Context: an optimization exercise on an open-source flow, tuned for small area. The choices shown serve that exercise and are no tape-out recipe.
The RTL of this run was laid out without a check of its function.
Power is estimated from default activity; no workload was simulated.

===== design/flow/design.v =====
module almanac (
    input  wire        clk,
    input  wire        rst_n,        
    input  wire        xtal_edge,    
    input  wire        lock,         
    input  wire        bus_wr,
    input  wire        bus_rd,
    input  wire [4:0]  bus_addr,     
    input  wire [31:0] bus_wdata,
    output reg  [31:0] bus_rdata,
    output reg         bus_rvalid,
    output wire [47:0] count_o,
    output wire        wake
);
    localparam [4:0] A_COUNT_LO  = 5'd0;
    localparam [4:0] A_COUNT_HI  = 5'd1;
    localparam [4:0] A_TRIM      = 5'd2;
    localparam [4:0] A_CONTROL   = 5'd3;
    localparam [4:0] A_STATUS    = 5'd4;
    localparam [4:0] A_ALARM0_LO = 5'd5;
    localparam [4:0] A_ALARM0_HI = 5'd6;
    localparam [4:0] A_ALARM1_LO = 5'd7;
    localparam [4:0] A_ALARM1_HI = 5'd8;
    localparam [1:0] CAUSE_TICK = 2'b01;
    localparam [1:0] CAUSE_SET  = 2'b10;
    localparam [1:0] CAUSE_ARM  = 2'b11;
    reg [47:0] count;
    reg [15:0] shadow;           
    reg [15:0] cnt_hi_pend;      
    reg [47:0] cnt_commit;       
    reg        write_pending;
    reg [7:0]  epoch;
    reg        wrapped;
    reg        power_lost;
    reg        locked;
    reg [15:0] trim;             
    reg [15:0] trim_act;         
    reg [19:0] cyc;              
    reg [1:0]  ctrl_en;          
    reg [15:0] al_hi_pend [0:1];
    reg [47:0] al_stage   [0:1];
    reg        al_stage_en[0:1];
    reg        al_pending [0:1];
    reg [47:0] al_value   [0:1];
    reg        al_en      [0:1];
    reg        al_fired   [0:1];
    reg [1:0]  al_cause   [0:1];
    reg [31:0] backup [0:15];
    wire wr = bus_wr & ~lock;
    wire rd = bus_rd & ~lock;
    wire wr_count_lo = wr && bus_addr == A_COUNT_LO;
    wire wr_count_hi = wr && bus_addr == A_COUNT_HI;
    wire wr_trim     = wr && bus_addr == A_TRIM;
    wire wr_control  = wr && bus_addr == A_CONTROL;
    wire wr_al_lo0   = wr && bus_addr == A_ALARM0_LO;
    wire wr_al_hi0   = wr && bus_addr == A_ALARM0_HI;
    wire wr_al_lo1   = wr && bus_addr == A_ALARM1_LO;
    wire wr_al_hi1   = wr && bus_addr == A_ALARM1_HI;
    wire wr_backup   = wr && bus_addr[4];
    wire signed [15:0] trim_w = bus_wdata[15:0];
    wire trim_ok = (trim_w >= -16'sd536) && (trim_w <= 16'sd536);
    wire [15:0] trim_eff = (cyc == 20'd0) ? trim : trim_act;
    wire        trim_neg = trim_eff[15];
    wire [15:0] trim_abs = trim_neg ? (16'd0 - trim_eff) : trim_eff;
    wire [9:0]  n        = trim_abs[9:0];
    wire [29:0] prod_lo  = cyc * n;
    wire [29:0] prod_hi  = prod_lo + {20'd0, n};
    wire        marked   = (n != 10'd0) &&
                           ((prod_lo[19:0] == 20'd0) ||
                            (prod_hi[29:20] != prod_lo[29:20] && prod_hi[19:0] != 20'd0));
    wire [1:0]  inc = !marked  ? 2'd1 :
                      trim_neg ? 2'd0 : 2'd2;
    wire [48:0] count_sum = {1'b0, count} + {47'd0, inc};
    wire        edge_commit = xtal_edge & write_pending;
    wire [47:0] count_next  = !xtal_edge  ? count :
                              edge_commit ? cnt_commit : count_sum[47:0];
    wire        rollover    = xtal_edge & ~write_pending & count_sum[48];
    wire        al_commit0  = xtal_edge & al_pending[0];
    wire        al_commit1  = xtal_edge & al_pending[1];
    wire [47:0] al_value0_n = al_commit0 ? al_stage[0]    : al_value[0];
    wire [47:0] al_value1_n = al_commit1 ? al_stage[1]    : al_value[1];
    wire        al_en0_n    = al_commit0 ? al_stage_en[0] : al_en[0];
    wire        al_en1_n    = al_commit1 ? al_stage_en[1] : al_en[1];
    wire        al_fired0_c = al_commit0 ? 1'b0 : al_fired[0];
    wire        al_fired1_c = al_commit1 ? 1'b0 : al_fired[1];
    wire        fire0 = xtal_edge & al_en0_n & ~al_fired0_c & (count_next >= al_value0_n);
    wire        fire1 = xtal_edge & al_en1_n & ~al_fired1_c & (count_next >= al_value1_n);
    wire [1:0]  cause0 = al_commit0 ? CAUSE_ARM : edge_commit ? CAUSE_SET : CAUSE_TICK;
    wire [1:0]  cause1 = al_commit1 ? CAUSE_ARM : edge_commit ? CAUSE_SET : CAUSE_TICK;
    integer i;
    always @(posedge clk) begin
        if (!rst_n) begin
            count         <= 48'd0;
            shadow        <= 16'd0;
            cnt_hi_pend   <= 16'd0;
            cnt_commit    <= 48'd0;
            write_pending <= 1'b0;
            epoch         <= 8'd0;
            wrapped       <= 1'b1;
            power_lost    <= 1'b1;
            locked        <= 1'b1;
            trim          <= 16'd0;
            trim_act      <= 16'd0;
            cyc           <= 20'd0;
            ctrl_en       <= 2'b00;
            for (i = 0; i < 2; i = i + 1) begin
                al_hi_pend[i]  <= 16'd0;
                al_stage[i]    <= 48'd0;
                al_stage_en[i] <= 1'b0;
                al_pending[i]  <= 1'b0;
                al_value[i]    <= 48'd0;
                al_en[i]       <= 1'b0;
                al_fired[i]    <= 1'b0;
                al_cause[i]    <= 2'b00;
            end
            for (i = 0; i < 16; i = i + 1)
                backup[i] <= 32'd0;
        end else begin
            if (xtal_edge) begin
                count    <= count_next;
                cyc      <= cyc + 20'd1;
                trim_act <= trim_eff;
                if (edge_commit) begin
                    epoch      <= epoch + 8'd1;
                    wrapped    <= 1'b0;
                    power_lost <= 1'b0;
                end else if (rollover) begin
                    wrapped    <= 1'b1;
                end
                al_value[0] <= al_value0_n;
                al_value[1] <= al_value1_n;
                al_en[0]    <= al_en0_n;
                al_en[1]    <= al_en1_n;
                if (al_commit0) al_cause[0] <= 2'b00;
                if (al_commit1) al_cause[1] <= 2'b00;
                al_fired[0] <= al_fired0_c | fire0;
                al_fired[1] <= al_fired1_c | fire1;
                if (fire0) al_cause[0] <= cause0;
                if (fire1) al_cause[1] <= cause1;
            end
            write_pending <= wr_count_lo | (write_pending & ~xtal_edge);
            al_pending[0] <= wr_al_lo0   | (al_pending[0] & ~xtal_edge);
            al_pending[1] <= wr_al_lo1   | (al_pending[1] & ~xtal_edge);
            if (wr_count_hi) cnt_hi_pend <= bus_wdata[15:0];
            if (wr_count_lo) cnt_commit  <= {cnt_hi_pend, bus_wdata};
            if (wr_trim && trim_ok) trim <= bus_wdata[15:0];
            if (wr_control)  ctrl_en <= bus_wdata[1:0];
            if (wr_al_hi0)   al_hi_pend[0] <= bus_wdata[15:0];
            if (wr_al_hi1)   al_hi_pend[1] <= bus_wdata[15:0];
            if (wr_al_lo0) begin
                al_stage[0]    <= {al_hi_pend[0], bus_wdata};
                al_stage_en[0] <= ctrl_en[0];
            end
            if (wr_al_lo1) begin
                al_stage[1]    <= {al_hi_pend[1], bus_wdata};
                al_stage_en[1] <= ctrl_en[1];
            end
            if (wr_backup) backup[bus_addr[3:0]] <= bus_wdata;
            if (lock) begin
                locked        <= 1'b1;
                cnt_hi_pend   <= cnt_commit[47:32];
                al_hi_pend[0] <= al_stage[0][47:32];
                al_hi_pend[1] <= al_stage[1][47:32];
            end
            if (rd && bus_addr == A_COUNT_LO) shadow <= count[47:32];
            if (rd && bus_addr == A_STATUS)   locked <= 1'b0;
        end
    end
    reg [31:0] rd_value;
    always @(*) begin
        rd_value = 32'd0;
        if (bus_addr[4]) begin
            rd_value = backup[bus_addr[3:0]];
        end else begin
            case (bus_addr)
                A_COUNT_LO:  rd_value = count[31:0];
                A_COUNT_HI:  rd_value = {16'd0, shadow};
                A_TRIM:      rd_value = {16'd0, trim};
                A_CONTROL:   rd_value = {30'd0, ctrl_en};
                A_STATUS:    rd_value = {wrapped, power_lost, write_pending, locked,
                                         12'd0, epoch,
                                         al_cause[1], al_cause[0],
                                         al_fired[1], al_fired[0], 2'b00};
                A_ALARM0_LO: rd_value = al_value[0][31:0];
                A_ALARM0_HI: rd_value = {16'd0, al_value[0][47:32]};
                A_ALARM1_LO: rd_value = al_value[1][31:0];
                A_ALARM1_HI: rd_value = {16'd0, al_value[1][47:32]};
                default:     rd_value = 32'd0;
            endcase
        end
    end
    always @(posedge clk) begin
        if (!rst_n) begin
            bus_rdata  <= 32'd0;
            bus_rvalid <= 1'b0;
        end else begin
            bus_rvalid <= rd;
            if (rd) bus_rdata <= rd_value;
        end
    end
    assign count_o = count;
    assign wake    = al_fired[0] | al_fired[1];
endmodule

===== design/flow/run.sh =====
#!/bin/bash
# synth_recipe.tcl (not shown) runs the flow's synth.tcl, then flattens the netlist and writes it again
# the make line also repeats each setting of config.mk as NAME=value (left out here)
make -C /OpenROAD-flow-scripts/flow DESIGN_CONFIG=/design/flow/config.mk WORK_HOME=/design/flow/orfs CLKGATE_MAP_FILE= SYNTH_SCRIPT=/design/flow/synth_recipe.tcl finish

===== design/flow/config.mk =====
export PLATFORM = sky130hd
export DESIGN_NAME = almanac
export DESIGN_NICKNAME = almanac
export VERILOG_FILES = /design/flow/design.v
export SDC_FILE = /design/flow/constraint.sdc
export NUM_CORES = 4
export LEC_CHECK = 0
export CAP_MARGIN = 20
export CORE_MARGIN = 2
export CORE_UTILIZATION = 40
export PLACE_DENSITY = 0.6
export SLEW_MARGIN = 20

===== design/flow/constraint.sdc =====
create_clock -name core_clock -period 14.0 [get_ports {clk}]
set_input_delay 2.8000 -clock core_clock [delete_from_list [all_inputs] [get_ports {clk}]]
set_output_delay 2.8000 -clock core_clock [all_outputs]
set_load 0.01 [all_outputs]

==> out/metrics.sh <==
SYNTH.CELL_AREA_SQ_UM=51300
POSTROUTEWIRELENGTH_MM=163
GRT_START_MAX_NET_PINS=118
GRT.TOTAL_USAGE=0.248
CP-START-KIND='register'
DP_WORST_SETUP_SLACK_NS=0.622
TIMING.CRITICAL_PATH.SLOWEST_STAGE_CELL='fa_1'
TIMING.CRITICAL_PATH.BUF_INV=7
YOSYS_WARNINGS=9
TIMING_MAX_TRANSITION_VIOLATIONS_FINAL=0
WORST_SLEW_PIN_SLEW_NS=1.15
TIMING.SETUP.TNS_NS=0
INITIAL_UTILIZATION=0.403
SYNTHTOLAYOUTAREAGROWTH_PCT=12.5
LEAKAGEPOWER_uW=0.0219
POST-ROUTE-PERIOD-UTIL=0.943
COUNT_OF_FLIP_FLOPS_WITH_A_BUILT_IN_ENABLE_AFTER_SYNTHESIS=512
WORST_SETUP_HOLD_PATH_CLK_SLEW_NS=0.06
CLOCK_TREE.ROOT_CELL='clkbuf_16'
DRTITER0DRC=3756
WORST-R2R-CELL-COUNT=52
CLKLATENCYLATEPIN_NS=0.69
WORST_EP_ARRIVAL_TIME_NS=13.78
DR.PASS1.ITERS=6
SYNTH_TOP_FLOP_CELL='edfxtp_1'
SLEW-LIMIT-HEADROOM=0.232
CPLARGESTDELAYFAMILY='compound AO/OA/AOI/OAI gates'
NUMCTSBUFFERS=98
CRIT_PATH_LARGEST_CELL_DELAY_NS=0.53
WORSTPATHMAXFANOUT=14
YS_TYPES=85
YS_SEQ_ELEMENTS=970
CRITICAL_PATH.ENDPOINT_TYPE='register'
DESIGN.DIE.AREA_SQ_UM=131000
SETUP_SLACK_NS=0.795
DRC=0
CRIT_START='cyc[1]$_SDFFE_PN0P_'
PATH_CLASS='reg -> reg'
SYNTH_TOP_CELL_BY_AREA='edfxtp_1'
DRT-WIRELENGTH-PER-CELL_UM=25.5
SYNTH-ASYNC-RESET-RATIO=0
HOLD-PATH-CELL-COUNT=2
SYN-NUM-NETS=5020
CLKSINKCOUNT=970
FINISH.NET_COUNT=4976
FINALSETUPVIOLATIONS=0
H_TREE_LEVELS=3
NUMBER_OF_GLOBAL_ROUTE_VIAS_BEFORE_REPAIR=35400
CLOCK_TREE.BUFFER_DEPTH=3
STATUS='no timing/DRC/antenna violations'
MAX-CAP-VIOLATIONS=0
DIE_X_UM=362
POSTSYNTHCELLCOUNT=4709
REG2REG_FROM='cyc[1]$_SDFFE_PN0P_'
REGTOREGSETUPSLACK_NS=0.79
CTS_POST_SETUP_BUFFERS_INSERTED=0
LAYOUT_MIN_CYCLE_TIME_NS=13.21
TRITONCTS_CLOCK_TREE='built'
PLACEMENT.IO_BUFFERS=124
FMAX_MHz=75.7
HOLD_BUFFERS=0
LAYOUT-DRIVE-GT1-SHARE=0.110
ROWS=131
GLOBALPLACE.CONGESTION=0.881
ROUTE.DETAILED.VIAS_PER_INST=5.61
GRT_FIRST_PASS_WIRELENGTH_MM=243
POSTCTSRESIZEDCELLS=0
HOLDCRITPATHCLASS='reg -> reg'
HP-START='al_hi_pend[0][1]$_SDFFE_PN0P_'
SYNTH.YOSYS.SEQ_AREA_SHARE=0.478
HOLD_VIOL=0
WORST_CLOCK_SKEW_NS=0.0460
POWER_DENSITY_nW_PER_UM2=111
FINAL.HOLD.WORST_SLACK_NS=0.449
WORSTPATHREQUIRED_NS=14.58
PLACE.DETAILED.HPWL_MM=106
GRT_SETUP_UNREPAIRED='no'
POST_SYNTH_MAIN_AREA_CONTRIBUTORS='edfxtp_1 30%, dfxtp_1 18%, and2_1 9.0%, mux4_2 7.1%, fa_1 4.6%'
IOPINCOUNT=125
SYNTH_TOP_AREA_SHARE=0.300
POSTSYNTHAREAPERCELL_SQ_UM=10.9
POST_DETAILED_ROUTE_COUNT_OF_ANTENNA_VIOLATING_NETS=0
GRT_ANTENNA_BEFORE_REPAIR=3
IRDROPWORSTVDD_uV=93.2
OVERFLOW_LEFT_AFTER_GLOBAL_ROUTING=0
COREAREA_SQ_UM=127000
DIE_Y_UM=362
FINALNONFILLERCELLS=6411
DPL.CELL_COUNT=6227
VIAS=36000
CP_NUM_CELLS=52
==> logic make-up (layout without fill, tap and decap cells) <==
| kind of cell | count (synthesis) | after routing | share of synthesized area |
|---|---|---|---|
| xor+xnor | 51 | 51 | 0.00885 |
| simple gates | 1777 | 1777 | 0.184 |
| flops | 970 | 970 | 0.478 |
| compound gates | 778 | 778 | 0.102 |
| other cells | 0 | 1 | 0 |
| buf+inv | 528 | 567 | 0.0390 |
| mux | 337 | 337 | 0.105 |
| fa+ha+maj | 268 | 268 | 0.0828 |
==> registers in the layout, indices dropped and copies added (netlist names), 2 cells and up, named ones only <==
| name | flops |
|---|---|
| al_hi_pend | 32 |
| al_pending | 2 |
| shadow | 16 |
| bus_rdata | 32 |
| al_en | 2 |
| trim | 16 |
| al_cause | 4 |
| epoch | 8 |
| al_stage | 96 |
| al_stage_en | 2 |
| cnt_hi_pend | 16 |
| trim_act | 11 |
| cnt_commit | 48 |
| cyc | 20 |
| ctrl_en | 2 |
| count | 46 |
| backup | 512 |
| al_value | 96 |
| al_fired | 2 |
==> cells in the mapped netlist, drive strengths merged, types with 140 or more instances <==
cell type  count
and2         742
clkbuf       339
nand2        573
o21ai        190
edfxtp       512
ha           149
dfxtp        458
a21oi        140
inv          148
mux2i        172
a21boi       179
mux4         161
==> placed cells by master (no fill, tap or decap), drive strengths merged, types with 45 or more instances in the layout <==
| cell type | count |
|---|---|
| a21boi | 179 |
| a21o | 59 |
| a21oi | 140 |
| and2 | 742 |
| buf | 120 |
| clkbuf | 121 |
| clkdlybuf4s50 | 116 |
| dfxtp | 458 |
| edfxtp | 512 |
| fa | 119 |
| ha | 149 |
| inv | 153 |
| mux2i | 172 |
| mux4 | 161 |
| nand2 | 573 |
| nand3 | 51 |
| nor2 | 100 |
| nor2b | 136 |
| o21ai | 190 |
| xnor2 | 45 |
==> metal layers <==
layer	wire (um)	track usage
met1	72600	0.356
met2	74200	0.389
met3	11800	0.0365
met4	4730	0.0714
met5	0	0
==> tightest hold or removal path, stage by stage, from the launching register on <==
cell and delay, ns:
dfxtp_1 0.31, nand2_1 0.05, a21boi_1 0.05
==> final cells by class <==
class | instances | area [sq um]
Fill cell | 11700 | 69600
Sequential cell | 970 | 24500
Clock buffer | 121 | 2660
Timing Repair Buffer | 236 | 2080
Clock inverter | 62 | 741
Multi-Input combinational cell | 3211 | 25100
Inverter | 148 | 556
Antenna cell | 1 | 2.50
Tap cell | 1662 | 2080
==> power breakdown <==
group / total, uW / internal, uW / switching, uW
registers: 3110 / 3080 / 35.0
clock network: 2800 / 1620 / 1180
logic: 523 / 200 / 323
total: 6430 / 4890 / 1540
==> stage by stage <==
step	power (uW)	instance area, sq um	utilization
6_report	6430	57700	0.453
5_1_grt	6610	57700	0.453
4_1_cts	6460	57700	0.453
3_5_place_dp	3690	54300	0.426
3_3_place_gp	3690	54300	0.426
2_1_floorplan	3470	51300	-
==> worst paths after layout <==
check / endpoint
worst max-delay path: al_fired[0]$_SDFFE_PN0P_
worst min-delay path: al_stage[0][33]$_SDFFE_PN0P_
worst max register to register: al_fired[0]$_SDFFE_PN0P_
worst min register to register: al_stage[0][33]$_SDFFE_PN0P_

==> re-timing with driven ports <==
The results above use ideal ports. As a check the final layout listed here was re-extracted and re-timed, cells and wires unchanged. Step 1 assumes that a clkbuf_16 drives the clock port and a buf_2 every other input. Step 2 also shifts input and output timing later by t, the mid clock arrival at the registers, as if the neighbouring blocks saw the same clock. a / b / c = no drivers / after step 1 / after step 2; a / b = the first two.
shift t [ns]: 0.738
setup WS [ns]: 0.795 / 0.795 / 0.795
worst register clock-pin slew, ns: 0.07 / 0.07
worst data-port slew with drivers (ns): 0.11
cell pins on the clock port's net: 1
After both steps setup and hold are still met in this run. For this run, drivers alone change the setup slack by 0.000 ns; drivers and shift together by 0.000 ns.
